This design comes from an exercise in tuning for small area, a short achievable clock period and few clock cycles per item on the open sky130 flow, not from production work.
Function was checked by simulation only, so behaviour that the tests miss may differ from the original.

==> inputs of job 2697 <==
## crc_helper
module crc_helper (
    input  wire        clk,
    input  wire        rst,
    input  wire        start,
    output wire        start_ready,
    input  wire [7:0]  fn,
    input  wire [13:0] len,
    input  wire [63:0] poly,
    input  wire [63:0] init,
    input  wire [63:0] xorout,
    input  wire [31:0] cfg,
    input  wire [15:0] oldw,
    input  wire [15:0] neww,
    input  wire        in_valid,
    output wire        in_ready,
    input  wire [63:0] in_data,
    output reg         done,
    output wire [7:0]  status,
    output reg  [63:0] result
);
export LEC_CHECK = 0
export CAP_MARGIN = 20
export CORE_MARGIN = 2
export CORE_UTILIZATION = 50
export SLEW_MARGIN = 20
create_clock -name core_clock -period 40.0 [get_ports {clk}]
standard.sh (not shown) runs the stock make flow with config.mk's settings and CLKGATE_MAP_FILE= SYNTH_SCRIPT=/design/flow/synth_recipe.tcl, a recipe that flattens the netlist after the stock synthesis.
==> flow/flow/run.sh <==
#!/bin/bash
# The standard layout, with repair_timing asked for more setup slack than
# the standard margin so that it sizes the paths that set the achieved period,
# ports buffered with buf_2 cells, and larger clock sink clusters (a shallower
# clock tree). The clock period and the constraints are the design's.
set -euo pipefail
bash standard.sh SETUP_SLACK_MARGIN=31 \
    'BUFFER_PORTS_ARGS=-buffer_cell sky130_fd_sc_hd__buf_2' \
    finish > standard_make.log 2>&1
==> job 142: changes against job 2697 <==
==> flow/flow/run.sh (replaced) <==
#!/bin/bash
# The standard layout, with repair_timing asked for more setup slack than
# the standard margin so that it sizes the paths that set the achieved period.
# The clock period and the constraints are the design's, unchanged.
set -euo pipefail
bash standard.sh SETUP_SLACK_MARGIN=31 finish > standard_make.log 2>&1
Settings changed: CORE_UTILIZATION 50 to 30.
==> job 118: changes against job 2697 <==
--- a/flow/design.v
+++ b/flow/design.v
@@ -61,12 +61,16 @@
         if (f32c) begin cinit = 64'hFFFFFFFF_00000000; cpoly = 64'h1EDC6F41_00000000; end
         if (f8)   begin cinit = 64'hFF000000_00000000; cpoly = 64'h1D000000_00000000; end
         if (f16)  begin cinit = 64'hFFFF0000_00000000; cpoly = 64'h10210000_00000000; end
         if (f32k) begin cinit = 64'hFFFFFFFF_00000000; cpoly = 64'hF4ACFB13_00000000; end
         if (f64)  begin cinit = 64'd0;                 cpoly = 64'h42F0E1EB_A9EA3693; end
     end
+    function [7:0] rev8(input [7:0] x);
+        integer k;
+        for (k = 0; k < 8; k = k + 1) rev8[k] = x[7 - k];
+    endfunction
     function [63:0] gbyte(input [63:0] r, input [7:0] b, input [63:0] pp);
         integer k;
         reg fb;
         begin
             for (k = 7; k >= 0; k = k - 1) begin
                 fb = r[63] ^ b[k];
@@ -296,34 +300,41 @@
                 crc <= {48'd0, crc[15:0]};
             else if (!fprog) begin
                 crc <= cinit;
                 p   <= cpoly;
             end
         end
-        if (s_aln | s_out) begin
+        if (s_aln) begin
             if (cnt >= 6'd8) begin
-                crc <= {crc[55:0], s_out ? crc[63:56] : 8'd0};
+                crc <= {crc[55:0], 8'd0};
+                p   <= {p[55:0], 8'd0};
                 cnt <= cnt - 6'd8;
             end else begin
-                crc <= {crc[62:0], s_out & crc[63]};
+                crc <= {crc[62:0], 1'b0};
+                p   <= {p[62:0], 1'b0};
                 cnt <= cnt - 6'd1;
             end
         end
-        if (s_aln) begin
-            if (cnt >= 6'd8) p <= {p[55:0], 8'd0};
-            else             p <= {p[62:0], 1'b0};
-        end
         if (s_run) begin
             if (run) begin
                 if (ksum)              crc[28:0]  <= acc_n;
                 else if (one & k_crc32) crc[63:32] <= e_crc32;
                 else if (one & k_crc32c) crc[63:32] <= e_crc32c;
                 else if (one) crc[63:56] <= e_crc8;
                 else                   crc        <= gout;
             end
             cnt <= rot_w;
         end
+        if (s_out) begin
+            if (cnt >= 6'd8) begin
+                crc <= {crc[55:0], crc[63:56]};
+                cnt <= cnt - 6'd8;
+            end else begin
+                crc <= {crc[62:0], crc[63]};
+                cnt <= cnt - 6'd1;
+            end
+        end
         if (s_fin)
             result <= fupd  ? {48'd0, ~cs2} :
                       fcsum ? {48'd0, cs2}  : crc_res;
     end
 endmodule
==> flow/run.sh (new file) <==
#!/bin/bash
# synth_recipe.tcl (not shown) runs the flow's synth.tcl, then flattens the netlist and writes it again
# the make line also repeats each setting of config.mk as NAME=value (left out here)
make -C /OpenROAD-flow-scripts/flow DESIGN_CONFIG=/design/flow/config.mk WORK_HOME=/design/flow/orfs CLKGATE_MAP_FILE= SYNTH_SCRIPT=/design/flow/synth_recipe.tcl finish
Settings changed: CORE_UTILIZATION 50 to 30, SETUP_SLACK_MARGIN set to 1.5.
removed: flow/flow/run.sh
removed: flow/standard.sh
==> run summary <==
| quantity | job 142 | job 2697 | job 118 |
|---|---|---|---|
| Fillers | 16900 | 9091 | 17500 |
| Share of layout cells above drive strength 1 | 10.9% | 15.3% | 8.06% |
| Outcome | timing/DRC/antenna clean | timing/DRC/antenna clean | timing/DRC/antenna clean |
| Area of all sequential standard cells | 0.00729 mm² | 0.00726 mm² | 0.00717 mm² |
| Minimum clock period | 9.17 ns | 9.19 ns | 10.85 ns |
| Crit share post-route | 22.9% | 23.0% | 27.1% |
| Placeable core region | 0.163 mm² | 0.0981 mm² | 0.167 mm² |
| Global-route wire length before repair | 385 mm | 357 mm | 415 mm |
| Capturing point of the worst reg2reg path | crc[58] | crc[52] | crc[9] |
| Post-route insts no fill | 8982 | 8076 | 9264 |
| Transition time at the pin with the least slew margin | 1.35 ns | 1.33 ns | 1.25 ns |
Testbench counts of job 2697, summed over its fixed seeds: cycles 51,748, bytes 249,318.
Testbench counts of job 142, summed over its fixed seeds: cycles 51,748, bytes 249,318.
Testbench counts of job 118, summed over its fixed seeds: cycles 51,748, bytes 249,318.

-- re-timing with driven ports --
The flow's constraints put no driver on any port. The routed layouts listed below were extracted and timed again, unchanged, in two steps.
Step 1: set_driving_cell puts a clkbuf_16 on clk and a buf_2 on each other input, an assumption about the parent block.
Step 2 adds t to the input delays and takes it off the output delays; t is the mean of the earliest and latest rising clock arrival at the registers after step 1. Input paths then give back, and output paths get back, about the clock's delay inside the block.
Slacks: ideal / step 1 / step 2; pairs: ideal / step 1.
run | shift t [ns] | setup slack, ns | worst hold slack (ns)
job 2697 | 0.710 | 30.805 / 30.725 / 30.454 | 0.501 / 0.501 / 0.501
job 142 | 0.754 | 30.831 / 30.742 / 30.247 | 0.499 / 0.499 / 0.499
job 118 | 0.766 | 29.153 / 29.153 / 29.153 | 0.511 / 0.511 / 0.511
After both steps setup and hold are still met in every run listed. The setup slack of job 142, which loses most, moves by -0.089 ns with the drivers and by -0.584 ns with both steps.
